This design comes from an exercise in tuning for small area, a short achievable clock period and few clock cycles on the open sky130 flow, not from production work. No run shown here included a check of the RTL's function; only the layout flow was run.

`constraint.sdc`:
```
create_clock -name core_clock -period 10.0 [get_ports {clk}]
set_input_delay 2.0000 -clock core_clock [delete_from_list [all_inputs] [get_ports {clk}]]
set_output_delay 2.0000 -clock core_clock [all_outputs]
set_load 0.01 [all_outputs]
```
`config.mk`:
```
export PLATFORM = sky130hd
export DESIGN_NAME = vbc_block_decoder
export DESIGN_NICKNAME = vbc_block_decoder
export VERILOG_FILES = /design/flow/design.v
export SDC_FILE = /design/flow/constraint.sdc
export NUM_CORES = 4
export LEC_CHECK = 0
export ABC_AREA = 1
export CAP_MARGIN = 20
export CORE_MARGIN = 2
export CORE_UTILIZATION = 40
export SLEW_MARGIN = 20
```
`run.sh`:
```
#!/bin/bash
# synth_recipe.tcl (not shown) runs the flow's synth.tcl, then flattens the netlist and writes it again
# the make line also repeats each setting of config.mk as NAME=value (left out here)
make -C /OpenROAD-flow-scripts/flow DESIGN_CONFIG=/design/flow/config.mk WORK_HOME=/design/flow/orfs CLKGATE_MAP_FILE= SYNTH_SCRIPT=/design/flow/synth_recipe.tcl finish
```
`design.v`:
```
module vbc_block_decoder (
    input  wire        clk,
    input  wire        rst,           
    input  wire        in_valid,
    output wire        in_ready,
    input  wire [31:0] in_data,       
    input  wire [4:0]  in_w,          
    output reg         out_valid,
    output wire [15:0] out_sample,    
    output reg         out_last       
);
    reg [31:0] slot0, slot1;
    reg        wp;            
    reg [1:0]  cnt;           
    reg [5:0]  ptr;
    reg [4:0]  w_in;          
    assign in_ready = !cnt[1];
    wire accept = in_valid && !cnt[1];
    reg        hdr;           
    reg        raw;
    reg [1:0]  pred;
    reg [4:0]  w;
    reg [17:0] ab;            
    reg        ua;
    reg [7:0]  idx;           
    reg [3:0]  idle;          
    reg [16:0] u2;            
    reg        v2;
    reg [15:0] hist [0:15];
    assign out_sample = hist[0];
    wire [15:0] wmask = 16'hFFFF >> (5'd16 - w);
    wire [17:0] a = ab + (ua ? {2'b0, u2[15:0]} : 18'd0);
    reg [3:0] k;
    integer j;
    always @(*) begin
        k = 4'd0;
        for (j = 1; j < 16; j = j + 1)
            if (j < w && (a >> (j + 2)) != 18'd0) k = j;
    end
    wire [15:0] kmask = ~(16'hFFFF << k);
    wire [31:0] wd0 = ptr[5] ? slot1 : slot0;
    wire [31:0] wd1 = ptr[5] ? slot0 : slot1;
    wire [63:0] win = {wd1, wd0};
    wire [31:0] S   = win >> ptr[4:0];
    reg  [4:0]  q;
    integer m;
    always @(*) begin
        q = 5'd16;
        for (m = 15; m >= 0; m = m - 1)
            if (!S[m]) q = m;
    end
    wire esc = q[4];
    wire [31:0] Sr = S >> (q[3:0] + 5'd1);
    reg  [16:0] u;
    always @(*) begin
        if (raw)      u = {S[15:0] & wmask, 1'b0};
        else if (esc) u = {1'b0, S[31:16] & wmask};
        else          u = ({13'd0, q[3:0]} << k) | {1'b0, Sr[15:0] & kmask};
    end
    wire [5:0]  pos_raw = {1'b0, ptr[4:0]} + {1'b0, w};
    wire [5:0]  pos_esc = pos_raw + 6'd16;
    wire [5:0]  pos_k   = {1'b0, ptr[4:0]} + {2'b0, k} + 6'd1;
    wire [5:0]  pos_cod = pos_k + {2'b0, q[3:0]};
    wire [5:0]  end_pos = raw ? pos_raw : esc ? pos_esc : pos_cod;
    wire        strad   = end_pos > 6'd32;
    wire        go      = !hdr && cnt != 2'd0 && (cnt[1] || !strad) && (idx == 8'd0 || idle == 4'd0);
    wire        last    = (idx == 8'd255);
    wire        hgo     = hdr && cnt != 2'd0;
    wire [1:0]  npop    = hgo ? 2'd1 : !go ? 2'd0 : last ? {strad, !strad} : {1'b0, end_pos[5]};
    wire [1:0]  cnt_a   = cnt + {1'b0, accept};
    wire [1:0]  cnt_a1  = cnt_a - 2'd1;
    wire [1:0]  cnt_n   = npop[1] ? 2'd0 : npop[0] ? cnt_a1 : cnt_a;
    wire        upd     = go && !raw;
    wire [17:0] a_dec   = a - {2'b0, a[17:2]};
    wire [17:0] ab_n    = upd ? a_dec : a;
    always @(posedge clk) begin
        if (rst) begin
            cnt <= 2'd0;
            wp  <= 1'b0;
            ptr <= 6'd0;
            hdr <= 1'b1;
            idx <= 8'd0;
            v2  <= 1'b0;
            out_valid <= 1'b0;
        end else begin
            cnt <= cnt_n;
            wp  <= wp ^ accept;
            if (hgo || (go && last))
                ptr <= {ptr[5] ^ npop[0], 5'd0};
            else if (go)
                ptr <= {ptr[5] ^ end_pos[5], end_pos[4:0]};
            if (hdr) begin
                if (cnt != 2'd0) begin
                    hdr  <= 1'b0;
                    w    <= w_in;
                    pred <= wd0[1:0];
                    raw  <= wd0[6];
                end
            end else if (go) begin
                idx <= idx + 8'd1;
                if (last) hdr <= 1'b1;
            end
            v2 <= go;
            out_valid <= v2;
        end
        if (accept) w_in <= in_w;
        if (accept && !wp) slot0 <= in_data;
        if (accept &&  wp) slot1 <= in_data;
        if (hdr) begin
            ab <= 18'd4 << wd0[5:2];
            ua <= 1'b0;
        end else begin
            ab <= ab_n;
            ua <= upd;
        end
        idle     <= go ? 4'd0 : idle + 4'd1;
        u2       <= u;
        out_last <= (idx == 8'd0);
    end
    wire        first = (idx == 8'd1);
    wire        x0    = (idx[3:0] == 4'd1);
    wire        y0    = (idx[7:4] == 4'd0 && idx[3:0] != 4'd0) || (idx == 8'd16);
    reg  [15:0] p;
    always @(*) begin
        if (first || pred == 2'd0 || raw) p = 16'd0;
        else if (pred == 2'd1)            p = x0 ? hist[15] : hist[0];
        else                              p = y0 ? hist[0] : hist[15];
    end
    wire [15:0] r = u2[16:1] ^ {16{u2[0]}};
    wire [15:0] s = (p + r) & wmask;
    integer h;
    always @(posedge clk) begin
        hist[0] <= v2 ? s : hist[15];
        for (h = 1; h < 16; h = h + 1) hist[h] <= hist[h-1];
    end
endmodule
```
==> impl_results.md, run 1 <==
* DR vias/cell at 5.24
* Async set-reset flop share out of synthesis at 0
* Endpoint class of the critical path: register
* Final ANT Viol Nets at 0
* Nets at 2830
* Worst R2R Setup Slack at 2.37 ns
* Crit path max-delay cell type: dfxtp_1
* FF+latch count, synth at 394
* Synth cell count leaders: nand2_1 (748), nand3_1 (425), dfxtp_1 (317), inv_1 (255), o21ai_0 (148)
* Slew Viols, Final at 0
* Top_reg_cell synth: dfxtp_1
* Hold_ws at 0.323 ns
* 1st-iter DRT viols at 1693
* Crit path arrival time at 8.12 ns
* Syn_area_per_cell at 7.41 um2
* # resized after CTS at 0
* Crit Reg-Reg Endpoint: ab[3]
* Launch point of the worst path: ua
* Starting density of the core at 0.402
* Die area at 52000 um2
* Vias in the first global route at 16900
* Fin crit share at 0.763
* Average wire per standard cell at 17.8 um
* GPL Wtd Cong at 0.969
* Buffers on Ports at 58
* CTS Root Cell: clkbuf_16
* Antenna cells at 0
* Grt ovf at 0
* DRC at 0
* Hold-critical path depth at 0
* Area grow syn2layout at 12.1%
* Net Count, Synth at 2826
* Maximum clock frequency at 131 MHz
* Drt total wl at 60.6 mm
* Area leader, netlist: dfxtp_1
* CTS sink count at 394
* Fill cells at 5074
* Max H-tree Level at 2
* EDFF count, synth at 77
* CTS tree: yes
* Layout cells sized above 1 at 0.0573
* Fin. Hold Viols at 0
* Worst-path fanout max at 20
* First drt pass iteration count at 9
* Largest net degree at the start of global routing at 66
* Die Y at 228 um
* Post-Layout Inst Area at 22500 um2
* Clock Pin Slew Worst Setup and Hold Paths at 0.06 ns
* Hold Crit Class: reg2reg
* First-pass GRT wire length at 94.6 mm
* Utilization after layout at 0.451
* Max-cap viol count at 0
* Initial antenna violation count at 2
* Post-CTS Setup Bufs at 0
* FF-to-FF path depth at 39
* Synthesized area at 20100 um2
* Worst r2r src: ua
* Total CTS buffers at 41
* WP data required at 10.48 ns
* Share of the yosys chip area belonging to registers at 0.432
* GRT Total Usage at 0.231
* DP HPWL at 47.1 mm
* Most used cell, CP: nand2_1
* Core Region at 49900 um2
* Min Tclk post-route at 7.63 ns
* Top-area cell type share of the netlist area at 0.316
* Num rows at 82
* Skew-Pair Late Insertion Delay at 0.57 ns
* Top cells by area, synth: dfxtp_1 (32%), nand2_1 (14%), edfxtp_1 (12%)
* Setup_tns at 0 ns
* Final setup violation count at 0
* Count leader, synth: nand2_1
* Status: complete, no violations
* Synth unique cells at 55
* Hold endpoint: hist[8][5]
* Placed cell areas at 21100 um2
* CTS Buffer Depth at 3
* WS Path Type: reg2reg
* Tightest Pin Transition at 1.15 ns
* Vias at 17900
* CP max stage delay at 0.64 ns
* Startpoint types: register
* Worst hold start: hist[7][5]
* RSZ-0062 raised after global routing: false
* Mapped Cells at 2708
* Die width at 228 um
* I/O pin count at 59
* Final setup skew at 0.0351 ns
* Rel. slew slack at 0.228
* Cts hold-fix bufs at 0
* Syn. warnings at 2
[cell usage in the layout, fill, tap and decap left out, drive strengths merged, types with 6 or more instances in the layout]
cell type      count
a21oi            109
and2               7
buf               22
clkbuf            51
clkdlybuf4s50     58
clkinv            19
dfxtp            317
edfxtp            77
fa                 8
ha                70
inv              273
nand2            763
nand3            428
nand4             15
nor2             136
nor3              14
o211ai            27
o21ai            225
o21bai            12
o22ai             16
o31ai              6
or2                6
xnor2             11
xor2              39
[stage by stage]
| stage | setup WS (ns) | instances |
|---|---|---|
| after floorplan | 3.84 | 2708 |
| after global placement | 2.66 | 3341 |
| after detailed placement | 2.49 | 3341 |
| after CTS | 2.47 | 3414 |
| after global routing | 1.69 | 3414 |
| final | 2.37 | 3414 |
[sequential cells by signal, indices dropped and copies added (netlist names), 6 cells and up]
signal,flops
ptr,6
hist,256
idx,8
u2,17
ab,18
slot0,32
slot1,32
[layout make-up]
cell class | count | area, um2 | share of cell area
Tap cell | 672 | 841 | 0.0374
Inverter | 275 | 1040 | 0.0461
Timing Repair Buffer | 80 | 746 | 0.0332
Sequential cell | 394 | 8660 | 0.385
Clock buffer | 51 | 1160 | 0.0514
Multi-Input combinational cell | 1920 | 9760 | 0.434
Clock inverter | 22 | 274 | 0.0122
[worst max-delay path: cells and delay by family, from the launching register on]
| family | cells | cell delay, ns |
|---|---|---|
| compound gates | 9 | 1.78 |
| simple gates | 19 | 2.51 |
| flops | 1 | 0.64 |
| buf+inv | 7 | 1.12 |
| fa+ha+maj | 4 | 1.47 |
[layer usage]
metal,track usage,up-vias,wire [um]
met5,0,-,0
met4,0.0993,0,2530
met3,0.0311,110,3320
met2,0.385,569,28200
met1,0.299,8283,26600
li1,-,8933,-
[worst max-delay path by stage]
stage	endpoint	cells past startpoint
final	ab[3]	39
after global placement	ab[7]	39
after floorplan	ab[9]	43
after detailed placement	ab[3]	39
after CTS	ab[3]	39
after global routing	ab[7]	39
[logic make-up after synthesis]
family | Yosys count | synth area share
AOI/OAI and AO/OA | 413 | 0.116
xor gates and xnor gates | 50 | 0.0218
adders and majority gates | 78 | 0.0516
buffers and inverters | 394 | 0.0818
DFF | 394 | 0.432
muxes | 5 | 0.00249
and+or+nand+nor | 1374 | 0.295
==> run 2: changes to the inputs <==
--- a/config.mk
+++ b/config.mk
@@ -9,4 +9,5 @@
 export CAP_MARGIN = 20
 export CORE_MARGIN = 2
-export CORE_UTILIZATION = 40
+export CORE_UTILIZATION = 52
+export PLACE_DENSITY = 0.65
 export SLEW_MARGIN = 20
==> impl_results.md, run 2 <==
* Buf/Inv on CP at 6 (-1)
* Count leader, synth: nand2_1
* Hold endpoint: hist[14][3]
* Vias in the first global route at 16900 (+0.20%)
* Rel. slew slack at 0.302 (+0.0738)
* FF-to-FF path depth at 36 (-7.7%)
* Max-cap viol count at 0 (unchanged)
* Min Tclk post-route at 7.70 ns (+0.0654 ns)
* Placed cell areas at 20800 um2 (-0.99%)
* Die Y at 200 um (-12%)
* Syn. warnings at 2 (unchanged)
* Area leader, netlist: dfxtp_1
* Skew-Pair Late Insertion Delay at 0.57 ns (about the same)
* Share of the yosys chip area belonging to registers at 0.432 (unchanged)
* Cts hold-fix bufs at 0 (unchanged)
* Slew Viols, Final at 0 (unchanged)
* WP data required at 10.49 ns (about the same)
* Post-CTS Setup Bufs at 0 (unchanged)
* Setup_tns at 0 ns (unchanged)
* Top cells by area, synth: dfxtp_1 (32%), nand2_1 (14%), edfxtp_1 (12%)
* # resized after CTS at 0 (unchanged)
* Synthesized area at 20100 um2 (unchanged)
* DRC at 0 (unchanged)
* Vias at 18200 (+1.9%)
* GPL Wtd Cong at 1.01 (+4.0%)
* Final setup skew at 0.0316 ns (-0.00351 ns)
* Met1 Usage GRT at 0.384 (+0.0847)
* Fill cells at 3565 (-30%)
* 1st-iter DRT viols at 1573 (-7.1%)
* Largest regs: hist x256, slot0 x32, slot1 x32
* Hold-critical path depth at 0 (unchanged)
* Worst r2r src: ptr[5]
* Most crowded layer after global routing: met2
* Maximum clock frequency at 130 MHz (-0.85%)
* Most used cell, CP: nand2_1
* CTS sink count at 394 (unchanged)
* CTS Root Cell: clkbuf_16
* DP HPWL at 45.8 mm (-2.8%)
* Initial antenna violation count at 2 (unchanged)
* Mapped Cells at 2708 (unchanged)
* Net Count, Synth at 2826 (unchanged)
* EDFF count, synth at 77 (unchanged)
* CTS tree: yes
* M3 GR Usage at 0.0344 (+0.00329)
* Final ANT Viol Nets at 0 (unchanged)
* Startpoint types: register
* Status: complete, no violations
* CTS Buffer Depth at 3 (unchanged)
* Grt ovf at 0 (unchanged)
* Layout cells sized above 1 at 0.0565 (-0.000709)
* Synth unique cells at 55 (unchanged)
* Hold Crit Class: reg2reg
* First-pass GRT wire length at 92.9 mm (-1.8%)
* DR vias/cell at 5.61 (+7.0%)
* Worst-path fanout max at 33 (+65%)
* Starting density of the core at 0.530 (+0.128)
* GRT Total Usage at 0.292 (+0.0613)
* First drt pass iteration count at 8 (-1)
* Most flops, register: hist
* Met2 GRT Util at 0.487 (+0.102)
* Fin crit share at 0.770 (+0.00654)
* Top-area cell type share of the netlist area at 0.316 (unchanged)
* Num rows at 71 (-13%)
* Hold_ws at 0.317 ns (-0.00558 ns)
* Endpoint class of the critical path: register
* Average wire per standard cell at 18.4 um (+3.4%)
* Max H-tree Level at 2 (unchanged)
* Worst hold start: hist[13][3]
* Most common cell after layout, fill and taps aside: nand2_1
* Core Region at 37800 um2 (-24%)
* Delay-heaviest family, CP: simple AND/OR/NAND/NOR gates
* RSZ-0062 raised after global routing: false
* Drt total wl at 59.7 mm (-1.5%)
* CP max stage delay at 0.65 ns (about the same)
* Total CTS buffers at 40 (-2.4%)
* WS Path Type: reg2reg
* Crit path arrival time at 8.19 ns (+0.07 ns)
* Tightest Pin Transition at 1.04 ns (-0.110 ns)
* Max FFs per register at 256 (unchanged)
* Clock Pin Slew Worst Setup and Hold Paths at 0.07 ns (about the same)
* Buffers on Ports at 58 (unchanged)
* Die width at 200 um (-12%)
* Crit Reg-Reg Endpoint: ab[15]
* Worst R2R Setup Slack at 2.30 ns (-0.07 ns)
* FF+latch count, synth at 394 (unchanged)
* Fin. Hold Viols at 0 (unchanged)
* Synth cell count leaders: nand2_1 (748), nand3_1 (425), dfxtp_1 (317), inv_1 (255), o21ai_0 (148)
* Die area at 40200 um2 (-23%)
* Most frequent cells in the layout: nand2_1 (748), nand3_1 (425), dfxtp_1 (313), inv_1 (254), o21ai_0 (148)
* Area grow syn2layout at 10.3%
* Syn_area_per_cell at 7.41 um2 (unchanged)
* Nets at 2828 (-0.071%)
* Post-Layout Inst Area at 22100 um2 (-1.6%)
* Crit path max-delay cell type: nand2_1
* Final setup violation count at 0 (unchanged)
* Antenna cells at 0 (unchanged)
* Async set-reset flop share out of synthesis at 0 (unchanged)
* I/O pin count at 59 (unchanged)
* Largest net degree at the start of global routing at 66 (unchanged)
* Top_reg_cell synth: dfxtp_1
==> run 2: cell counts after synthesis <==
Identical to the previous run, type by type.
==> run 2: area by class of cell <==
cell class	count	area, um2	area share
Multi-Input combinational cell	1920	9760	0.441
Sequential cell	394	8660	0.391
Clock buffer	55	1140	0.0515
Inverter	275	1040	0.0469
Timing Repair Buffer	79	738	0.0334
Tap cell	511	639	0.0289
Clock inverter	18	148	0.00667
==> run 2: worst register-to-register path, delay by kind of cell (launching register included) <==
kind / cells / cell delay, ns
AND/OR/NAND/NOR: 20 / 3.38
buffers and inverters: 6 / 1.57
AO/OA/AOI/OAI: 8 / 1.23
adder cells (fa/ha/maj): 2 / 0.88
flip-flops: 1 / 0.60
==> run 2: cells by family (layout without fill, tap and decap cells) <==
| family | after synthesis | in the layout | share of synthesized area |
|---|---|---|---|
| adder cells (fa/ha/maj) | 78 | 78 | 0.0516 |
| multiplexers | 5 | 5 | 0.00249 |
| buffers and inverters | 394 | 427 | 0.0818 |
| flip-flops | 394 | 394 | 0.432 |
| AO/OA/AOI/OAI | 413 | 413 | 0.116 |
| AND/OR/NAND/NOR | 1374 | 1374 | 0.295 |
| XOR/XNOR | 50 | 50 | 0.0218 |
==> run 2: metal layers <==
layer | vias to the layer above | part of all wire
met5 | - | 0
li1 | 8942 | -
met1 | 8532 | 0.43
met4 | 0 | 0.042
met3 | 124 | 0.060
met2 | 642 | 0.47
==> run 2: worst max path at each step <==
stage                       from     end  slack (ns)  cells past startpoint
after detailed placement  ptr[5]   ab[3]        2.53                     36
after global routing      ptr[5]  ab[15]        1.75                     36
after CTS                 ptr[5]   ab[3]        2.47                     36
after floorplan            u2[0]   ab[9]        3.84                     43
final                     ptr[5]  ab[15]        2.30                     36
after global placement    ptr[5]   ab[3]        2.67                     36
==> run 2: stage by stage <==
| step | cells | worst slack [ns] | util |
|---|---|---|---|
| 2_1_floorplan | 2708 | 3.84 | - |
| 4_1_cts | 3252 | 2.47 | 0.585 |
| 3_3_place_gp | 3179 | 2.67 | 0.551 |
| 5_1_grt | 3252 | 1.75 | 0.585 |
| 6_report | 3252 | 2.30 | 0.585 |
| 3_5_place_dp | 3179 | 2.53 | 0.551 |
==> run 3: changes to the inputs <==
--- a/design.v
+++ b/design.v
@@ -30,13 +30,40 @@
     assign out_sample = hist[0];
     wire [15:0] wmask = 16'hFFFF >> (5'd16 - w);
-    wire [17:0] a = ab + (ua ? {2'b0, u2[15:0]} : 18'd0);
-    reg [3:0] k;
+    wire [17:0] ub = ua ? {2'b0, u2[15:0]} : 18'd0;
+    wire [17:0] cg [0:5];     
+    wire [17:0] cp [0:5];
+    assign cg[0] = ab & ub;
+    assign cp[0] = ab ^ ub;
+    genvar gl, gi;
+    generate
+        for (gl = 0; gl < 5; gl = gl + 1) begin : pfx
+            for (gi = 0; gi < 18; gi = gi + 1) begin : bit_
+                if (gi >= (1 << gl)) begin : comb
+                    assign cg[gl+1][gi] = cg[gl][gi] | (cp[gl][gi] & cg[gl][gi - (1 << gl)]);
+                    assign cp[gl+1][gi] = cp[gl][gi] & cp[gl][gi - (1 << gl)];
+                end else begin : pass
+                    assign cg[gl+1][gi] = cg[gl][gi];
+                    assign cp[gl+1][gi] = cp[gl][gi];
+                end
+            end
+        end
+    endgenerate
+    wire [17:0] carry = {cg[5][16:0], 1'b0};      
+    wire [17:0] a     = cp[0] ^ carry;
+    wire [17:0] hi    = ab | ub;
+    reg  [15:0] kt;
     integer j;
+    always @(*) begin
+        kt[0] = 1'b1;
+        for (j = 1; j < 16; j = j + 1)
+            kt[j] = (j < w) && (((hi >> (j + 2)) != 18'd0) || carry[j + 2]);
+    end
+    reg  [3:0] k;
     always @(*) begin
         k = 4'd0;
         for (j = 1; j < 16; j = j + 1)
-            if (j < w && (a >> (j + 2)) != 18'd0) k = j;
+            if (kt[j]) k = j;
     end
-    wire [15:0] kmask = ~(16'hFFFF << k);
+    wire [15:0] kmask = {1'b0, kt[15:1]};
     wire [31:0] wd0 = ptr[5] ? slot1 : slot0;
     wire [31:0] wd1 = ptr[5] ? slot0 : slot1;
--- a/config.mk
+++ b/config.mk
@@ -9,5 +9,4 @@
 export CAP_MARGIN = 20
 export CORE_MARGIN = 2
-export CORE_UTILIZATION = 52
-export PLACE_DENSITY = 0.65
+export CORE_UTILIZATION = 40
 export SLEW_MARGIN = 20
==> impl_results.md, run 3 <==
* Top_reg_cell synth: dfxtp_1
* Rel. slew slack at 0.294 (-0.00856)
* I/O pin count at 59 (unchanged)
* GPL Wtd Cong at 0.971 (-3.6%)
* Synthesized area at 20100 um2 (about the same)
* Antenna cells at 0 (unchanged)
* Worst-path fanout max at 61 (+85%)
* Skew-Pair Late Insertion Delay at 0.58 ns (about the same)
* FF+latch count, synth at 394 (unchanged)
* Syn_area_per_cell at 7.62 um2 (+2.9%)
* WS Path Type: reg2reg
* Synth cell count leaders: nand2_1 (649), nand3_1 (454), dfxtp_1 (317), inv_1 (235), o21ai_0 (137)
* GRT Total Usage at 0.236 (-0.0560)
* 1st-iter DRT viols at 1427 (-9.3%)
* Most used cell, CP: nand2_1
* RSZ-0062 raised after global routing: false
* Slew Viols, Final at 0 (unchanged)
* CTS sink count at 394 (unchanged)
* # resized after CTS at 0 (unchanged)
* Fin crit share at 0.721 (-0.0489)
* Syn. warnings at 2 (unchanged)
* Buf/Inv on CP at 5 (-1)
* Crit path max-delay cell type: inv_1
* Utilization after layout at 0.450 (-0.135)
* Hold_ws at 0.304 ns (-0.0129 ns)
* Pre-CTS worst setup slack at 2.89 ns (+0.367 ns)
* Largest regs: hist x256, slot0 x32, slot1 x32
* Die width at 228 um (+14%)
* Vias at 17700 (-3.2%)
* Max-cap viol count at 0 (unchanged)
* Placed cell areas at 21100 um2 (+1.2%)
* Nets at 2775 (-1.9%)
* Fin. Hold Viols at 0 (unchanged)
* CTS Buffer Depth at 3 (unchanged)
* Area leader, netlist: dfxtp_1
* Most flops, register: hist
* Post-CTS Setup Bufs at 0 (unchanged)
* Max FFs per register at 256 (unchanged)
* Final setup skew at 0.0328 ns (+0.00115 ns)
* Count leader, synth: nand2_1
* CP max stage delay at 0.61 ns (-0.04 ns)
* Crit path arrival time at 7.67 ns (-0.52 ns)
* Final non-filler cell total at 3343 (+2.8%)
* Layout cells sized above 1 at 0.0607 (+0.00410)
* Average wire per standard cell at 18.5 um (+0.80%)
* WP data required at 10.46 ns (-0.03 ns)
* Min Tclk post-route at 7.21 ns (-0.489 ns)
* Grt ovf at 0 (unchanged)
* Area grow syn2layout at 11.7%
* First drt pass iteration count at 6 (-2)
* Initial antenna violation count at 1 (-1)
* Largest net degree at the start of global routing at 67 (+1.5%)
* DP HPWL at 48.2 mm (+5.1%)
* DRC at 0 (unchanged)
* CTS Root Cell: clkbuf_16
* Final ANT Viol Nets at 0 (unchanged)
* Hold Crit Class: reg2reg
* Final setup violation count at 0 (unchanged)
* Core Region at 49900 um2 (+32%)
* Die Y at 228 um (+14%)
* DR vias/cell at 5.28 (-5.8%)
* Buffers on Ports at 58 (unchanged)
* Vias in the first global route at 17000 (+0.74%)
* Starting density of the core at 0.403 (-0.128)
* First-pass GRT wire length at 96.5 mm (+3.9%)
* Setup ws final at 2.79 ns (+0.489 ns)
* Post-Layout Inst Area at 22400 um2 (+1.3%)
* Clock Pin Slew Worst Setup and Hold Paths at 0.06 ns (about the same)
* CTS tree: yes
* Max H-tree Level at 2 (unchanged)
* Async set-reset flop share out of synthesis at 0 (unchanged)
* Mapped Cells at 2633 (-2.8%)
* Endpoint class of the critical path: register
* Top-area cell type share of the netlist area at 0.316 (about the same)
* Top cells by area, synth: dfxtp_1 (32%), nand2_1 (12%), edfxtp_1 (12%)
* Drt total wl at 61.9 mm (+3.6%)
* Most frequent cells in the layout: nand2_1 (649), nand3_1 (454), dfxtp_1 (313), inv_1 (235), o21ai_0 (137)
* Total CTS buffers at 41 (+2.5%)
* Synth unique cells at 67 (+22%)
* Most common cell after layout, fill and taps aside: nand2_1
* Delay-heaviest family, CP: simple AND/OR/NAND/NOR gates
* Die area at 52000 um2 (+29%)
* Net Count, Synth at 2765 (-2.2%)
* Num rows at 82 (+15%)
* Share of the yosys chip area belonging to registers at 0.431 (about the same)
* Maximum clock frequency at 139 MHz (+6.8%)
* Status: complete, no violations
* Startpoint types: register
* EDFF count, synth at 77 (unchanged)
* Placed cells at 3272 (+2.9%)
* Cts hold-fix bufs at 0 (unchanged)
* Setup_tns at 0 ns (unchanged)
* Tightest Pin Transition at 1.06 ns (+0.0238 ns)
==> run 3: area by class of cell <==
type	instances	area [um2]
Fill cell	5066	27400
Multi-Input combinational cell	1868	9850
Sequential cell	394	8660
Clock buffer	51	1140
Inverter	256	973
Tap cell	672	841
Timing Repair Buffer	82	761
Clock inverter	20	190
==> run 3: cell families (layout without fill, tap and decap cells) <==
logic type / Yosys count / in the layout / synth area share
DFF: 394 / 394 / 0.431
buffers and inverters: 371 / 409 / 0.0780
adders and majority gates: 92 / 92 / 0.0603
xor gates and xnor gates: 61 / 61 / 0.0266
and+or+nand+nor: 1312 / 1312 / 0.288
muxes: 8 / 8 / 0.00399
AOI/OAI and AO/OA: 395 / 395 / 0.111
==> run 3: per-layer routing <==
| layer | vias to the layer above | global-route usage | share of wire |
|---|---|---|---|
| met5 | - | 0 | 0.00019 |
| met2 | 464 | 0.408 | 0.48 |
| li1 | 8800 | - | - |
| met4 | 2 | 0.105 | 0.044 |
| met1 | 8263 | 0.293 | 0.43 |
| met3 | 126 | 0.0323 | 0.043 |
==> run 3: worst paths after layout <==
check                                  from           to  slack, ns  depth (start not counted)
worst max-delay path                 ptr[2]       ab[13]       2.79                         33
worst max register to register       ptr[2]       ab[13]       2.79                         33
worst min register to register  hist[3][11]  hist[4][11]       0.30                          0
worst min-delay path            hist[3][11]  hist[4][11]       0.30                          0
==> run 4: changes to the inputs <==
--- a/config.mk
+++ b/config.mk
@@ -10,3 +10,4 @@
 export CORE_MARGIN = 2
 export CORE_UTILIZATION = 40
+export SETUP_SLACK_MARGIN = 3.0
 export SLEW_MARGIN = 20
==> impl_results.md, run 4 <==
* Nets at 2782 (+0.25%)
* Skew-Pair Late Insertion Delay at 0.59 ns (about the same)
* Core Region at 49900 um2 (unchanged)
* GRT Total Usage at 0.236 (about the same)
* Setup_tns at 0 ns (unchanged)
* Most common cell after layout, fill and taps aside: nand2_1
* Final setup violation count at 0 (unchanged)
* Initial antenna violation count at 1 (unchanged)
* Slew Viols, Final at 0 (unchanged)
* Top_reg_cell synth: dfxtp_1
* Syn_area_per_cell at 7.62 um2 (unchanged)
* Synth unique cells at 67 (unchanged)
* Max H-tree Level at 2 (unchanged)
* Placed cells at 3272 (unchanged)
* Async set-reset flop share out of synthesis at 0 (unchanged)
* CTS sink count at 394 (unchanged)
* Most flops, register: hist
* Net Count, Synth at 2765 (unchanged)
* Syn. warnings at 2 (unchanged)
* CP max stage delay at 0.52 ns (-0.09 ns)
* Worst R2R Setup Slack at 3.54 ns (+0.75 ns)
* 1st-iter DRT viols at 1381 (-3.2%)
* Top cells by area, synth: dfxtp_1 (32%), nand2_1 (12%), edfxtp_1 (12%)
* Maximum clock frequency at 155 MHz (+12%)
* CTS tree: yes
* Drt total wl at 62.6 mm (+1.1%)
* Crit path max-delay cell type: fa_1
* Num rows at 82 (unchanged)
* Worst-path fanout max at 61 (unchanged)
* Endpoint class of the critical path: register
* Vias in the first global route at 17000 (-0.018%)
* Tightest Pin Transition at 0.978 ns (-0.0817 ns)
* Antenna cells at 0 (unchanged)
* CTS Root Cell: clkbuf_16
* Total CTS buffers at 41 (unchanged)
* Hold Crit Class: reg2reg
* DRC at 0 (unchanged)
* Delay-heaviest family, CP: simple AND/OR/NAND/NOR gates
* Post-Layout Inst Area at 22500 um2 (+0.52%)
* Area leader, netlist: dfxtp_1
* Largest net degree at the start of global routing at 67 (unchanged)
* Die width at 228 um (unchanged)
* Buffers on Ports at 58 (unchanged)
* Max FFs per register at 256 (unchanged)
* Final ANT Viol Nets at 0 (unchanged)
* Min Tclk post-route at 6.46 ns (-0.748 ns)
* EDFF count, synth at 77 (unchanged)
* Synth cell count leaders: nand2_1 (649), nand3_1 (454), dfxtp_1 (317), inv_1 (235), o21ai_0 (137)
* Fin crit share at 0.646 (-0.0748)
* Die Y at 228 um (unchanged)
* Placed cell areas at 21100 um2 (unchanged)
* Max-cap viol count at 0 (unchanged)
* GPL Wtd Cong at 0.971 (unchanged)
* CTS Buffer Depth at 3 (unchanged)
* Die area at 52000 um2 (unchanged)
* DR vias/cell at 5.28 (-0.11%)
* Clock Pin Slew Worst Setup and Hold Paths at 0.06 ns (about the same)
* Share of the yosys chip area belonging to registers at 0.431 (unchanged)
* Most used cell, CP: nand2_1
* Layout cells sized above 1 at 0.0650 (+0.00432)
* Vias at 17700 (+0.10%)
* Crit path arrival time at 6.93 ns (-0.74 ns)
* Rel. slew slack at 0.341 (+0.0476)
* DP HPWL at 48.2 mm (unchanged)
* Startpoint types: register
* Synthesized area at 20100 um2 (unchanged)
* Count leader, synth: nand2_1
* WS Path Type: reg2reg
* RSZ-0062 raised after global routing: false
* Most frequent cells in the layout: nand2_1 (648), nand3_1 (454), dfxtp_1 (312), inv_1 (234), o21ai_0 (136)
* Buf/Inv on CP at 6 (+1)
* Grt ovf at 0 (unchanged)
* FF+latch count, synth at 394 (unchanged)
* Final setup skew at 0.0338 ns (+0.00106 ns)
* WP data required at 10.47 ns (about the same)
* I/O pin count at 59 (unchanged)
* First-pass GRT wire length at 96.5 mm (about the same)
* Starting density of the core at 0.403 (unchanged)
* Largest regs: hist x256, slot0 x32, slot1 x32
* Mapped Cells at 2633 (unchanged)
* Fin. Hold Viols at 0 (unchanged)
* Status: complete, no violations
* Final non-filler cell total at 3350 (+0.21%)
* First drt pass iteration count at 5 (-1)
* Average wire per standard cell at 18.7 um (+0.93%)
* Area grow syn2layout at 12.3%
* Top-area cell type share of the netlist area at 0.316 (unchanged)
run 4: changes by cell type in the layout (fill, tap and decap cells not counted), moves of 2 or more:
cell | before | now
clkinvlp_4 | 1 | 3
inv_4 | 0 | 2
buf_6 | 0 | 2
inv_2 | 14 | 12
clkinv_1 | 8 | 6
buf_12 | 0 | 2
run 4: cells by family (layout without fill, tap and decap cells):
group	count (synthesis)	in the layout	synth area share
multiplexers	8	8	0.00399
flip-flops	394	394	0.431
AND/OR/NAND/NOR	1312	1313	0.288
AO/OA/AOI/OAI	395	395	0.111
buffers and inverters	371	415	0.0780
XOR/XNOR	61	61	0.0266
adder cells (fa/ha/maj)	92	92	0.0603
run 4: repair_timing:
item	4_1_cts	5_1_grt
pin swaps	0	2
hold buffers	0	0
endpoints found under the setup margin	18	38
cloned	0	2
gates resized for setup	2	14
buffers inserted	0	5
run 4: area by class of cell:
class                           instances  area, um2
Fill cell                            5061      27300
Multi-Input combinational cell       1869       9870
Sequential cell                       394       8670
Clock buffer                           51       1140
Inverter                              256        987
Tap cell                              672        841
Timing Repair Buffer                   87        837
Clock inverter                         20        190
Timing Repair inverter                  1       5.00
run 4: path summary, 6_finish.rpt:
kind	depth (start not counted)	start	endpoint
worst max-delay path	30	ptr[2]	ab[13]
worst min-delay path	0	hist[3][11]	hist[4][11]
worst max register to register	30	ptr[2]	ab[13]
worst min register to register	0	hist[3][11]	hist[4][11]
run 4: routing by layer:
layer | vias up | wire length (um) | global-route usage
li1 | 8820 | - | -
met1 | 8243 | 26900 | 0.293
met2 | 472 | 29900 | 0.408
met4 | 2 | 3080 | 0.105
met5 | - | 12 | 0
met3 | 136 | 2720 | 0.0323
run 4: metrics by stage:
stage	utilization	hold slack, ns	worst slack, ns
final	0.452	0.302	3.54
after global routing	0.452	0.308	3.05
after CTS	0.450	0.303	3.05
after detailed placement	0.423	0.312	2.89
after global placement	0.423	0.310	2.96
after floorplan	-	0.310	4.06
==> run 5: changes to the inputs <==
--- a/config.mk
+++ b/config.mk
@@ -10,4 +10,4 @@
 export CORE_MARGIN = 2
 export CORE_UTILIZATION = 40
-export SETUP_SLACK_MARGIN = 3.0
+export SETUP_SLACK_MARGIN = 5.0
 export SLEW_MARGIN = 20
==> impl_results.md, run 5 <==
* Final setup skew at 0.0289 ns (-0.00499 ns)
* DRC at 0 (unchanged)
* DP HPWL at 49.2 mm (+2.2%)
* Max FFs per register at 256 (unchanged)
* Most common cell after layout, fill and taps aside: nand2_1
* Async set-reset flop share out of synthesis at 0 (unchanged)
* Top-area cell type share of the netlist area at 0.316 (unchanged)
* CP max stage delay at 0.54 ns (+0.02 ns)
* Total CTS buffers at 42 (+2.4%)
* WS Path Type: reg2reg
* Launch point of the worst path: ua
* Top cells by area, synth: dfxtp_1 (32%), nand2_1 (12%), edfxtp_1 (12%)
* 1st-iter DRT viols at 1484 (+7.5%)
* Most flops, register: hist
* Area occupied by multi-input gates at 10700 um2 (+8.5%)
* Crit path max-delay cell type: fa_1
* Mapped Cells at 2633 (unchanged)
* Core Region at 49900 um2 (unchanged)
* Sequential Area at 8680 um2 (+0.12%)
* Utilization after layout at 0.500 (+0.0479)
* Average wire per standard cell at 20.0 um (+7.2%)
* RSZ-0062 raised after global routing: true
* Final setup violation count at 0 (unchanged)
* Top_reg_cell synth: dfxtp_1
* GRT Total Usage at 0.256 (+0.0206)
* Syn_area_per_cell at 7.62 um2 (unchanged)
* Net Count, Synth at 2765 (unchanged)
* Fin. Hold Viols at 0 (unchanged)
* Hold Crit Class: reg2reg
* Initial antenna violation count at 0 (-1)
* Post-Layout Inst Area at 24900 um2 (+11%)
* Vias in the first global route at 18200 (+6.6%)
* Grt ovf at 0 (unchanged)
* Count leader, synth: nand2_1
* Synth cell count leaders: nand2_1 (649), nand3_1 (454), dfxtp_1 (317), inv_1 (235), o21ai_0 (137)
* Nets at 2904 (+4.4%)
* CTS Root Cell: clkbuf_16
* Largest regs: hist x256, slot0 x32, slot1 x32
* Share of the yosys chip area belonging to registers at 0.431 (unchanged)
* Min Tclk post-route at 5.56 ns (-0.903 ns)
* Antenna cells at 0 (unchanged)
* CTS tree: yes
* Starting density of the core at 0.403 (unchanged)
* Worst-path fanout max at 7 (-89%)
* Num rows at 82 (unchanged)
* Drt total wl at 69.6 mm (+11%)
* Vias at 18700 (+6.0%)
* Area leader, netlist: dfxtp_1
* Area grow syn2layout at 24.2%
* Maximum clock frequency at 180 MHz (+16%)
* DR vias/cell at 5.39 (+2.1%)
* I/O pin count at 59 (unchanged)
* Max-cap viol count at 0 (unchanged)
* Die area at 52000 um2 (unchanged)
* Setup_tns at 0 ns (unchanged)
* Fin crit share at 0.556 (-0.0903)
* Die Y at 228 um (unchanged)
* Largest net degree at the start of global routing at 67 (unchanged)
* Placed cell areas at 21100 um2 (+0.20%)
* Fill cells at 4833 (-4.5%)
* Status: complete, no violations
* Worst hold start: hist[3][12]
* Startpoint types: register
* Synth unique cells at 67 (unchanged)
* Rel. slew slack at 0.245 (-0.0961)
* EDFF count, synth at 77 (unchanged)
* Die width at 228 um (unchanged)
* CTS Buffer Depth at 3 (unchanged)
* Max H-tree Level at 2 (unchanged)
* FF+latch count, synth at 394 (unchanged)
* Clock Pin Slew Worst Setup and Hold Paths at 0.07 ns (about the same)
* Worst r2r src: ua
* Final ANT Viol Nets at 0 (unchanged)
* Tightest Pin Transition at 1.12 ns (+0.143 ns)
* Most frequent cells in the layout: nand2_1 (609), nand3_1 (438), dfxtp_1 (308), inv_1 (227), o21ai_0 (120)
* Syn. warnings at 2 (unchanged)
* Slew Viols, Final at 0 (unchanged)
* Skew-Pair Late Insertion Delay at 0.58 ns (about the same)
* WP data required at 10.47 ns (about the same)
* First drt pass iteration count at 6 (+1)
* Layout cells sized above 1 at 0.157 (+0.0923)
* CTS sink count at 394 (unchanged)
* Synthesized area at 20100 um2 (unchanged)
* Buffers on Ports at 58 (unchanged)
* Crit path arrival time at 6.03 ns (-0.90 ns)
* GPL Wtd Cong at 1.01 (+3.6%)
* Most used cell, CP: buf_6
* First-pass GRT wire length at 104 mm (+8.2%)
* Endpoint class of the critical path: register
[run 5: cell counts after synthesis]
Identical to the previous run, type by type.
[run 5: timing repair]
action / CTS / global route
setup buffers: 74 / 40
setup endpoints to repair: 50 / 44
gates cloned: 12 / 6
hold buffers: 0 / 0
resized for setup: 166 / 110
pin swaps: 48 / 53
endpoints found under the hold margin: 0 / 0
[run 5: area by class of cell]
class | instances | area share
inverters | 256 | 0.0415
flip-flops and latches | 394 | 0.348
repair buffers | 202 | 0.0878
repair inverters | 5 | 0.00251
multi-input cells | 1871 | 0.430
clock inverters | 15 | 0.00663
clock buffers | 61 | 0.0498
well taps | 672 | 0.0337
[run 5: path summary, 6_finish.rpt]
| path | end | slack [ns] | depth (start not counted) |
|---|---|---|---|
| min reg2reg | hist[4][12] | 0.32 | 0 |
| min | hist[4][12] | 0.32 | 0 |
| max reg2reg | ptr[3] | 4.44 | 35 |
| max | ptr[3] | 4.44 | 35 |
[run 5: per-layer routing]
layer | share of wire | GRT usage | up-vias
li1 | - | - | 9092
met1 | 0.42 | 0.315 | 8861
met2 | 0.48 | 0.445 | 620
met3 | 0.052 | 0.0366 | 157
met4 | 0.052 | 0.118 | 0
met5 | 0 | 0 | -
[run 5: kinds of logic after synthesis]
family,count (synthesis),share of synthesized area
muxes,8,0.00399
and+or+nand+nor,1312,0.288
DFF,394,0.431
xor gates and xnor gates,61,0.0266
buffers and inverters,371,0.0780
AOI/OAI and AO/OA,395,0.111
adders and majority gates,92,0.0603
[run 5: critical path, delay by kind of cell, from the launching register on]
| family | cells | cell delay [ns] |
|---|---|---|
| buffers and inverters | 15 | 1.71 |
| AOI/OAI and AO/OA | 7 | 1.23 |
| adders and majority gates | 4 | 1.20 |
| and+or+nand+nor | 8 | 0.82 |
| DFF | 1 | 0.37 |
| xor gates and xnor gates | 1 | 0.09 |
[run 5: per-stage QoR]
step	hold WS (ns)	setup WS, ns	std cells
finish	0.324	4.44	3476
global route	0.329	4.12	3476
CTS	0.317	4.41	3430
detailed placement	0.312	2.93	3268
global placement	0.310	3.04	3268
floorplan	0.310	4.99	2633
==> run 6: changes to the inputs <==
--- a/config.mk
+++ b/config.mk
@@ -12,2 +12,3 @@
 export SETUP_SLACK_MARGIN = 5.0
 export SLEW_MARGIN = 20
+export TNS_END_PERCENT = 0
==> impl_results.md, run 6 <==
* DP HPWL at 49.2 mm (unchanged)
* Worst-path fanout max at 9 (+2)
* Startpoint types: register
* Drt total wl at 68.3 mm (-1.9%)
* Cts hold-fix bufs at 0 (unchanged)
* DRC at 0 (unchanged)
* Vias in the first global route at 18000 (-0.80%)
* Area grow syn2layout at 21.1%
* Most common cell after layout, fill and taps aside: nand2_1
* First-pass GRT wire length at 104 mm (-0.75%)
* Hold Crit Class: reg2reg
* Initial antenna violation count at 0 (unchanged)
* Die area at 52000 um2 (unchanged)
* Area leader, netlist: dfxtp_1
* Final setup violation count at 0 (unchanged)
* Mapped Cells at 2633 (unchanged)
* Antenna cells at 0 (unchanged)
* Clock Pin Slew Worst Setup and Hold Paths at 0.07 ns (about the same)
* Maximum clock frequency at 179 MHz (-0.66%)
* Syn. warnings at 2 (unchanged)
* Most frequent cells in the layout: nand2_1 (614), nand3_1 (445), dfxtp_1 (308), inv_1 (229), o21ai_0 (128)
* Share of the yosys chip area belonging to registers at 0.431 (unchanged)
* Vias at 18600 (-0.95%)
* Layout cells sized above 1 at 0.134 (-0.0236)
* Total CTS buffers at 42 (unchanged)
* CTS tree: yes
* Hold-critical path depth at 0 (unchanged)
* EDFF count, synth at 77 (unchanged)
* Async set-reset flop share out of synthesis at 0 (unchanged)
* Max H-tree Level at 2 (unchanged)
* Count leader, synth: nand2_1
* Average wire per standard cell at 19.8 um (-1.1%)
* Die Y at 228 um (unchanged)
* Min Tclk post-route at 5.60 ns (+0.0369 ns)
* Synthesized area at 20100 um2 (unchanged)
* WP data required at 10.45 ns (-0.02 ns)
* Largest regs: hist x256, slot0 x32, slot1 x32
* Grt ovf at 0 (unchanged)
* Fin crit share at 0.560 (+0.00369)
* Crit path max-delay cell type: fa_1
* WS Path Type: reg2reg
* RSZ-0062 raised after global routing: true
* Post-Layout Inst Area at 24300 um2 (-2.5%)
* GRT Total Usage at 0.254 (-0.00209)
* Rel. slew slack at 0.249 (+0.00445)
* Buffers on Ports at 58 (unchanged)
* Fin. Hold Viols at 0 (unchanged)
* Worst R2R Setup Slack at 4.40 ns (-0.04 ns)
* 1st-iter DRT viols at 1491 (+0.47%)
* Endpoint class of the critical path: register
* DR vias/cell at 5.38 (-0.15%)
* Largest net degree at the start of global routing at 67 (unchanged)
* Max-cap viol count at 0 (unchanged)
* Nets at 2876 (-0.96%)
* Starting density of the core at 0.403 (unchanged)
* Die width at 228 um (unchanged)
* Setup_tns at 0 ns (unchanged)
* Final setup skew at 0.0280 ns (-0.000875 ns)
* FF+latch count, synth at 394 (unchanged)
* GPL Wtd Cong at 1.01 (unchanged)
* Max FFs per register at 256 (unchanged)
* Skew-Pair Late Insertion Delay at 0.58 ns (about the same)
* FF-to-FF path depth at 33 (-5.7%)
* CTS Root Cell: clkbuf_16
* Num rows at 82 (unchanged)
* Final ANT Viol Nets at 0 (unchanged)
* CP max stage delay at 0.53 ns (about the same)
* Synth unique cells at 67 (unchanged)
* Top_reg_cell synth: dfxtp_1
* Top-area cell type share of the netlist area at 0.316 (unchanged)
* I/O pin count at 59 (unchanged)
* Status: complete, no violations
* Core Region at 49900 um2 (unchanged)
* CTS Buffer Depth at 3 (unchanged)
* Crit path arrival time at 6.05 ns (+0.02 ns)
* CTS sink count at 394 (unchanged)
* Net Count, Synth at 2765 (unchanged)
* Top cells by area, synth: dfxtp_1 (32%), nand2_1 (12%), edfxtp_1 (12%)
* Placed cell areas at 21100 um2 (unchanged)
* Most flops, register: hist
* Syn_area_per_cell at 7.62 um2 (unchanged)
* Slew Viols, Final at 0 (unchanged)
* Synth cell count leaders: nand2_1 (649), nand3_1 (454), dfxtp_1 (317), inv_1 (235), o21ai_0 (137)
* First drt pass iteration count at 8 (+2)
* Tightest Pin Transition at 1.11 ns (-0.00661 ns)
==> run 6: worst paths after layout <==
path / from / endpoint
worst min register to register: hist[3][12] / hist[4][12]
worst max-delay path: ua / ab[4]
worst max register to register: ua / ab[4]
worst min-delay path: hist[3][12] / hist[4][12]
==> run 6: logic make-up (layout without fill, tap and decap cells) <==
| kind of cell | Yosys count | count (layout) | synth area share |
|---|---|---|---|
| multiplexers | 8 | 8 | 0.00399 |
| XOR/XNOR | 61 | 61 | 0.0266 |
| buffers and inverters | 371 | 511 | 0.0780 |
| AND/OR/NAND/NOR | 1312 | 1315 | 0.288 |
| AO/OA/AOI/OAI | 395 | 395 | 0.111 |
| flip-flops | 394 | 394 | 0.431 |
| adder cells (fa/ha/maj) | 92 | 92 | 0.0603 |
==> run 6: layout make-up <==
type                    count  area, um2
fillers                  4890      25600
repair buffers            176       1870
repair inverters            3       30.0
flip-flops and latches    394       8680
inverters                 256       1030
multi-input cells        1871      10500
well taps                 672        841
clock inverters            15        165
clock buffers              61       1240
==> run 6: what timing repair did <==
item / CTS / global route
pin swaps: 39 / 36
buffers inserted: 61 / 29
gates cloned: 10 / 4
endpoints found under the setup margin: 50 / 44
resized for setup: 125 / 65
==> run 6: worst max-delay path, delay by kind of cell (launching register included) <==
| kind | cells | cell delay (ns) |
|---|---|---|
| flops | 1 | 0.41 |
| xor+xnor | 1 | 0.16 |
| buf+inv | 6 | 0.86 |
| simple gates | 16 | 1.55 |
| compound gates | 6 | 1.17 |
| fa+ha+maj | 4 | 1.31 |
==> run 6: metal layers <==
layer | vias up | track usage | wire [um]
met5 | - | 0 | 0
met2 | 623 | 0.440 | 32700
li1 | 9029 | - | -
met1 | 8749 | 0.313 | 28500
met3 | 151 | 0.0366 | 3590
met4 | 0 | 0.117 | 3430
==> run 6: stage by stage <==
step	hold slack [ns]	utilization	setup slack [ns]	std cells
global route	0.329	0.488	4.11	3448
CTS	0.317	0.477	4.41	3415
global placement	0.310	0.424	3.04	3268
detailed placement	0.312	0.424	2.93	3268
finish	0.323	0.488	4.40	3448
floorplan	0.310	-	4.99	2633
==> run 7: changes to the inputs <==
--- a/config.mk
+++ b/config.mk
@@ -10,5 +10,4 @@
 export CORE_MARGIN = 2
 export CORE_UTILIZATION = 40
-export SETUP_SLACK_MARGIN = 5.0
+export SETUP_SLACK_MARGIN = 4.0
 export SLEW_MARGIN = 20
-export TNS_END_PERCENT = 0
==> impl_results.md, run 7 <==
* Status: complete, no violations
* EDFF count, synth at 77 (unchanged)
* Count leader, synth: nand2_1
* Max FFs per register at 256 (unchanged)
* Area leader, netlist: dfxtp_1
* Maximum clock frequency at 175 MHz (-2.3%)
* Mapped Cells at 2633 (unchanged)
* Fin crit share at 0.573 (+0.0133)
* Grt ovf at 0 (unchanged)
* CTS Buffer Depth at 3 (unchanged)
* Share of the yosys chip area belonging to registers at 0.431 (unchanged)
* 1st-iter DRT viols at 1604 (+7.6%)
* Most frequent cells in the layout: nand2_1 (638), nand3_1 (448), dfxtp_1 (312), inv_1 (231), o21ai_0 (133)
* DRC at 0 (unchanged)
* DP HPWL at 48.2 mm (-2.1%)
* Clock Pin Slew Worst Setup and Hold Paths at 0.06 ns (about the same)
* Utilization after layout at 0.462 (-0.0252)
* DR vias/cell at 5.30 (-1.5%)
* Tightest Pin Transition at 1.21 ns (+0.0940 ns)
* Starting density of the core at 0.403 (unchanged)
* Top cells by area, synth: dfxtp_1 (32%), nand2_1 (12%), edfxtp_1 (12%)
* WP data required at 10.47 ns (+0.02 ns)
* Fill cells at 5004 (+2.3%)
* Final setup violation count at 0 (unchanged)
* GRT Total Usage at 0.240 (-0.0141)
* First drt pass iteration count at 6 (-2)
* Synth cell count leaders: nand2_1 (649), nand3_1 (454), dfxtp_1 (317), inv_1 (235), o21ai_0 (137)
* Most flops, register: hist
* Setup_tns at 0 ns (unchanged)
* Core Region at 49900 um2 (unchanged)
* Syn. warnings at 2 (unchanged)
* Synthesized area at 20100 um2 (unchanged)
* Fin. Hold Viols at 0 (unchanged)
* Crit path max-delay cell type: fa_1
* Num rows at 82 (unchanged)
* CTS sink count at 394 (unchanged)
* Layout cells sized above 1 at 0.0866 (-0.0470)
* Slew Viols, Final at 0 (unchanged)
* Max H-tree Level at 2 (unchanged)
* Vias at 17900 (-3.6%)
* CP max stage delay at 0.56 ns (+0.03 ns)
* Average wire per standard cell at 19.0 um (-4.1%)
* FF+latch count, synth at 394 (unchanged)
* Drt total wl at 64.0 mm (-6.2%)
* Startpoint types: register
* Nets at 2805 (-2.5%)
* Antenna cells at 0 (unchanged)
* Initial antenna violation count at 1 (+1)
* Cts hold-fix bufs at 0 (unchanged)
* Async set-reset flop share out of synthesis at 0 (unchanged)
* CTS Root Cell: clkbuf_16
* First-pass GRT wire length at 98.1 mm (-5.3%)
* Total CTS buffers at 41 (-2.4%)
* Buffers on Ports at 58 (unchanged)
* Endpoint class of the critical path: register
* Synth unique cells at 67 (unchanged)
* Skew-Pair Late Insertion Delay at 0.59 ns (about the same)
* I/O pin count at 59 (unchanged)
* Die area at 52000 um2 (unchanged)
* Crit path arrival time at 6.20 ns (+0.15 ns)
* WS Path Type: reg2reg
* Final setup skew at 0.0340 ns (+0.00605 ns)
* Die Y at 228 um (unchanged)
* Die width at 228 um (unchanged)
* Net Count, Synth at 2765 (unchanged)
* Top_reg_cell synth: dfxtp_1
* Max-cap viol count at 0 (unchanged)
* Area grow syn2layout at 14.8%
* Vias in the first global route at 17200 (-4.6%)
* Final ANT Viol Nets at 0 (unchanged)
* Most used cell, CP: nand2_1
* Post-Layout Inst Area at 23100 um2 (-5.2%)
* Rel. slew slack at 0.188 (-0.0610)
* Largest regs: hist x256, slot0 x32, slot1 x32
* Placed cells at 3272 (+0.12%)
* Placed cell areas at 21100 um2 (-0.20%)
* Min Tclk post-route at 5.73 ns (+0.133 ns)
* CTS tree: yes
* Hold Crit Class: reg2reg
* Most common cell after layout, fill and taps aside: nand2_1
* Top-area cell type share of the netlist area at 0.316 (unchanged)
* GPL Wtd Cong at 0.971 (-3.5%)
* Final non-filler cell total at 3373 (-2.2%)
* Worst-path fanout max at 17 (+8)
* Syn_area_per_cell at 7.62 um2 (unchanged)
* RSZ-0062 raised after global routing: false
* Largest net degree at the start of global routing at 67 (unchanged)
-- run 7: cell counts after synthesis --
Identical to the previous run, type by type.
-- run 7: per-stage QoR --
step                      setup slack, ns  hold slack (ns)
after floorplan                      4.06            0.310
after global placement               2.96            0.310
after detailed placement             2.89            0.312
after CTS                            4.00            0.303
after global routing                 3.97            0.308
final                                4.27            0.304
-- run 7: kinds of logic (layout without fill, tap and decap cells) --
kind of cell / after synthesis / in the layout / share of synthesized area
simple gates: 1312 / 1314 / 0.288
compound gates: 395 / 395 / 0.111
flops: 394 / 394 / 0.431
buf+inv: 371 / 437 / 0.0780
fa+ha+maj: 92 / 92 / 0.0603
xor+xnor: 61 / 61 / 0.0266
mux: 8 / 8 / 0.00399
-- run 7: worst max-delay path: cells and delay by family (launching register included) --
| kind | cells | cell delay [ns] |
|---|---|---|
| buffers and inverters | 4 | 0.47 |
| adders and majority gates | 4 | 1.35 |
| AOI/OAI and AO/OA | 5 | 0.60 |
| xor gates and xnor gates | 1 | 0.11 |
| and+or+nand+nor | 24 | 2.69 |
| DFF | 1 | 0.35 |
-- run 7: layout make-up --
type	instances	area [um2]	share of cell area
clock buffers	51	1140	0.0493
clock inverters	20	190	0.00825
inverters	256	1020	0.0441
multi-input cells	1870	10100	0.437
flip-flops and latches	394	8670	0.376
well taps	672	841	0.0365
repair buffers	108	1100	0.0478
repair inverters	2	13.8	0.000597
-- run 7: worst paths after layout --
kind / start / end / slack [ns] / cells past startpoint
max reg2reg: u2[0] / ab[13] / 4.27 / 38
min reg2reg: hist[3][11] / hist[4][11] / 0.30 / 0
min: hist[3][11] / hist[4][11] / 0.30 / 0
max: u2[0] / ab[13] / 4.27 / 38
-- run 7: per-layer routing --
layer  routed length, um  vias to the layer above  GRT usage
li1                    -                     8888          -
met1               27400                     8366      0.297
met2               30800                      489      0.418
met3                2730                      139     0.0309
met4                3060                        2      0.108
met5                  12                        -          0
-- run 7: timing repair --
item | in CTS | in global routing
gates cloned | 2 | 3
gates resized for setup | 39 | 55
setup buffers | 9 | 16
endpoints found under the setup margin | 41 | 41
pin swaps | 4 | 9
==> run 8: changes to the inputs <==
--- a/design.v
+++ b/design.v
@@ -90,9 +90,23 @@
     wire [5:0]  pos_cod = pos_k + {2'b0, q[3:0]};
     wire [5:0]  end_pos = raw ? pos_raw : esc ? pos_esc : pos_cod;
-    wire        strad   = end_pos > 6'd32;
+    wire [5:0]  x_cod   = {1'b0, ptr[4:0]} + {2'b0, q[3:0]} + 6'd1;
+    reg         strad_c, end5_c;
+    integer n;
+    always @(*) begin
+        strad_c = x_cod >= 6'd33;
+        end5_c  = x_cod >= 6'd32;
+        for (n = 17; n < 32; n = n + 1)
+            if (x_cod == n) begin
+                end5_c = kt[32 - n];
+                if (n >= 18) strad_c = kt[33 - n];
+            end
+        if (x_cod == 6'd32) strad_c = kt[1];
+    end
+    wire        strad   = raw ? pos_raw > 6'd32 : esc ? pos_esc > 6'd32 : strad_c;
+    wire        end5    = raw ? pos_raw[5]      : esc ? pos_esc[5]      : end5_c;
     wire        go      = !hdr && cnt != 2'd0 && (cnt[1] || !strad) && (idx == 8'd0 || idle == 4'd0);
     wire        last    = (idx == 8'd255);
     wire        hgo     = hdr && cnt != 2'd0;
-    wire [1:0]  npop    = hgo ? 2'd1 : !go ? 2'd0 : last ? {strad, !strad} : {1'b0, end_pos[5]};
+    wire [1:0]  npop    = hgo ? 2'd1 : !go ? 2'd0 : last ? {strad, !strad} : {1'b0, end5};
     wire [1:0]  cnt_a   = cnt + {1'b0, accept};
     wire [1:0]  cnt_a1  = cnt_a - 2'd1;
==> impl_results.md, run 8 <==
* Core Region at 50000 um2 (+0.21%)
* Skew-Pair Late Insertion Delay at 0.60 ns (about the same)
* Most common cell after layout, fill and taps aside: nand2_1
* Starting density of the core at 0.404 (+0.00158)
* Tightest Pin Transition at 1.06 ns (-0.146 ns)
* Final ANT Viol Nets at 0 (unchanged)
* Max-cap viol count at 0 (unchanged)
* Top cells by area, synth: dfxtp_1 (31%), edfxtp_1 (11%), nand2_1 (11%)
* CP max stage delay at 0.38 ns (-0.18 ns)
* Synthesized area at 20200 um2 (+0.60%)
* Largest net degree at the start of global routing at 68 (+1.5%)
* Setup_tns at 0 ns (unchanged)
* Placed cells at 3274 (+0.061%)
* GRT Total Usage at 0.248 (+0.00749)
* Maximum clock frequency at 177 MHz (+1.4%)
* Drt total wl at 67.3 mm (+5.0%)
* Top_reg_cell synth: dfxtp_1
* Area grow syn2layout at 20.2%
* Met1 wire length at 28.1 mm (+2.3%)
* Top-area cell type share of the netlist area at 0.314 (-0.00188)
* Synth unique cells at 63 (-6.0%)
* DRC at 0 (unchanged)
* Final non-filler cell total at 3423 (+1.5%)
* Cts hold-fix bufs at 0 (unchanged)
* Area leader, netlist: dfxtp_1
* GPL Wtd Cong at 0.974 (+0.27%)
* Rel. slew slack at 0.285 (+0.0961)
* Most flops, register: hist
* Largest regs: hist x256, slot0 x32, slot1 x32
* Fin. Hold Viols at 0 (unchanged)
* Die Y at 229 um (+0.29%)
* Final setup skew at 0.0513 ns (+0.0173 ns)
* Layout cells sized above 1 at 0.140 (+0.0530)
* Max FFs per register at 256 (unchanged)
* Nets at 2857 (+1.9%)
* DR vias/cell at 5.45 (+2.8%)
* Synth cell count leaders: nand2_1 (595), nand3_1 (408), dfxtp_1 (317), inv_1 (258), o21ai_0 (206)
* Endpoint class of the critical path: register
* Worst-path fanout max at 15 (-2)
* Clock Pin Slew Worst Setup and Hold Paths at 0.07 ns (about the same)
* Crit path max-delay cell type: dfxtp_4
* WP data required at 10.46 ns (about the same)
* Die width at 229 um (+0.29%)
* Most frequent cells in the layout: nand2_1 (560), nand3_1 (339), dfxtp_1 (311), inv_1 (248), o21ai_0 (194)
* FF+latch count, synth at 394 (unchanged)
* RSZ-0062 raised after global routing: true
* Hold Crit Class: reg2reg
* Placed cell areas at 21300 um2 (+0.84%)
* Average wire per standard cell at 19.7 um (+3.5%)
* CTS Root Cell: clkbuf_16
* Grt ovf at 0 (unchanged)
* Syn. warnings at 2 (unchanged)
* Net Count, Synth at 2770 (+0.18%)
* Wire length on met3 at 3.39 mm (+24%)
* 1st-iter DRT viols at 1636 (+2.0%)
* Vias at 18700 (+4.4%)
* Slew Viols, Final at 0 (unchanged)
* EDFF count, synth at 77 (unchanged)
* Fin crit share at 0.565 (-0.00807)
* Total CTS buffers at 41 (unchanged)
* Num rows at 82 (unchanged)
* CTS sink count at 394 (unchanged)
* Min Tclk post-route at 5.65 ns (-0.0807 ns)
* CTS tree: yes
* Count leader, synth: nand2_1
* Initial antenna violation count at 0 (-1)
* WS Path Type: reg2reg
* Buffers on Ports at 58 (unchanged)
* Setup ws final at 4.35 ns (+0.0807 ns)
* Share of the yosys chip area belonging to registers at 0.429 (-0.00257)
* First drt pass iteration count at 6 (unchanged)
* Die area at 52300 um2 (+0.59%)
* I/O pin count at 59 (unchanged)
* Most used cell, CP: nand2_1
* Mapped Cells at 2634 (+0.038%)
* Crit path arrival time at 6.11 ns (-0.09 ns)
* Syn_area_per_cell at 7.67 um2 (+0.56%)
* Pre-CTS worst setup slack at 2.73 ns (-0.165 ns)
* Async set-reset flop share out of synthesis at 0 (unchanged)
* Vias in the first global route at 17600 (+2.4%)
* Max H-tree Level at 2 (unchanged)
* Startpoint types: register
* DP HPWL at 49.9 mm (+3.6%)
* DR top layer: met4
* First-pass GRT wire length at 101 mm (+3.0%)
* Total length of routed met2 wires at 32.6 mm (+5.9%)
* Final setup violation count at 0 (unchanged)
* Post-Layout Inst Area at 24300 um2 (+5.3%)
* Status: complete, no violations
* CTS Buffer Depth at 3 (unchanged)
* Antenna cells at 0 (unchanged)
run 8: worst max-delay path: cells and delay by family (launching register included):
kind / cells / cell delay, ns
AO/OA/AOI/OAI: 4 / 0.43
adder cells (fa/ha/maj): 1 / 0.22
buffers and inverters: 9 / 1.20
flip-flops: 1 / 0.38
AND/OR/NAND/NOR: 33 / 3.26
run 8: logic make-up after synthesis:
| logic type | after synthesis | share of synthesized area |
|---|---|---|
| compound gates | 492 | 0.139 |
| simple gates | 1190 | 0.258 |
| buf+inv | 390 | 0.0786 |
| mux | 12 | 0.00595 |
| fa+ha+maj | 96 | 0.0625 |
| xor+xnor | 60 | 0.0270 |
| flops | 394 | 0.429 |
run 8: layout make-up:
class | instances | area, um2
multi-input cells | 1853 | 10800
inverters | 274 | 1090
clock buffers | 61 | 1240
fillers | 4915 | 25700
flip-flops and latches | 394 | 8670
repair buffers | 156 | 1490
clock inverters | 12 | 143
repair inverters | 1 | 16.3
well taps | 672 | 841
run 8: worst paths after layout:
path              start          to  slack, ns  depth (start not counted)
max              ptr[5]      ab[17]       4.35                         47
min          hist[1][6]  hist[2][6]       0.29                          0
max reg2reg      ptr[5]      ab[17]       4.35                         47
min reg2reg  hist[1][6]  hist[2][6]       0.29                          0
run 8: routing by layer:
layer | global-route usage | vias up
li1 | - | 9045
met1 | 0.309 | 8872
met2 | 0.428 | 602
met3 | 0.0304 | 145
met4 | 0.113 | 0
met5 | 0 | -
run 8: through the flow:
stage	hold slack, ns	utilization
2_1_floorplan	0.310	-
3_3_place_gp	0.311	0.426
3_5_place_dp	0.312	0.426
4_1_cts	0.291	0.461
5_1_grt	0.305	0.486
6_report	0.289	0.486
run 8: timing repair:
action,in CTS,in global routing
gates cloned,1,6
buffers inserted,18,51
endpoints found under the hold margin,0,0
pin swaps,8,44
setup endpoints to repair,49,49
resized for setup,69,169

afterwards: timing with drivers on the ports:
In the flow no input, the clock included, has a driving cell. The finished layouts below were timed again as built, in two steps.
Step 1: set_driving_cell puts a clkbuf_16 on clk and a buf_2 on each other input, an assumption about the parent block.
Step 2 moves the port delays by t, midway between the first and last clock arrival at a register: inputs arrive t later, outputs are due t later. That takes back most of the time a late clock gives input paths.
a / b / c = no drivers / after step 1 / after step 2; a / b = the first two.
run | t, ns | setup slack, ns | worst setup path at the end | worst data-port slew with drivers (ns)
run 1 | 0.613 | 2.366 / 2.366 / 2.366 | register to register | 0.05
run 2 | 0.610 | 2.301 / 2.301 / 2.301 | register to register | 0.04
run 3 | 0.625 | 2.790 / 2.790 / 2.790 | register to register | 0.05
run 4 | 0.627 | 3.538 / 3.538 / 3.538 | register to register | 0.05
run 5 | 0.621 | 4.441 / 4.441 / 4.441 | register to register | 0.06
run 6 | 0.617 | 4.404 / 4.404 / 4.404 | register to register | 0.06
run 7 | 0.625 | 4.271 / 4.271 / 4.271 | register to register | 0.05
run 8 | 0.630 | 4.352 / 4.352 / 4.352 | register to register | 0.04
After both steps setup and hold are still met in every run listed.
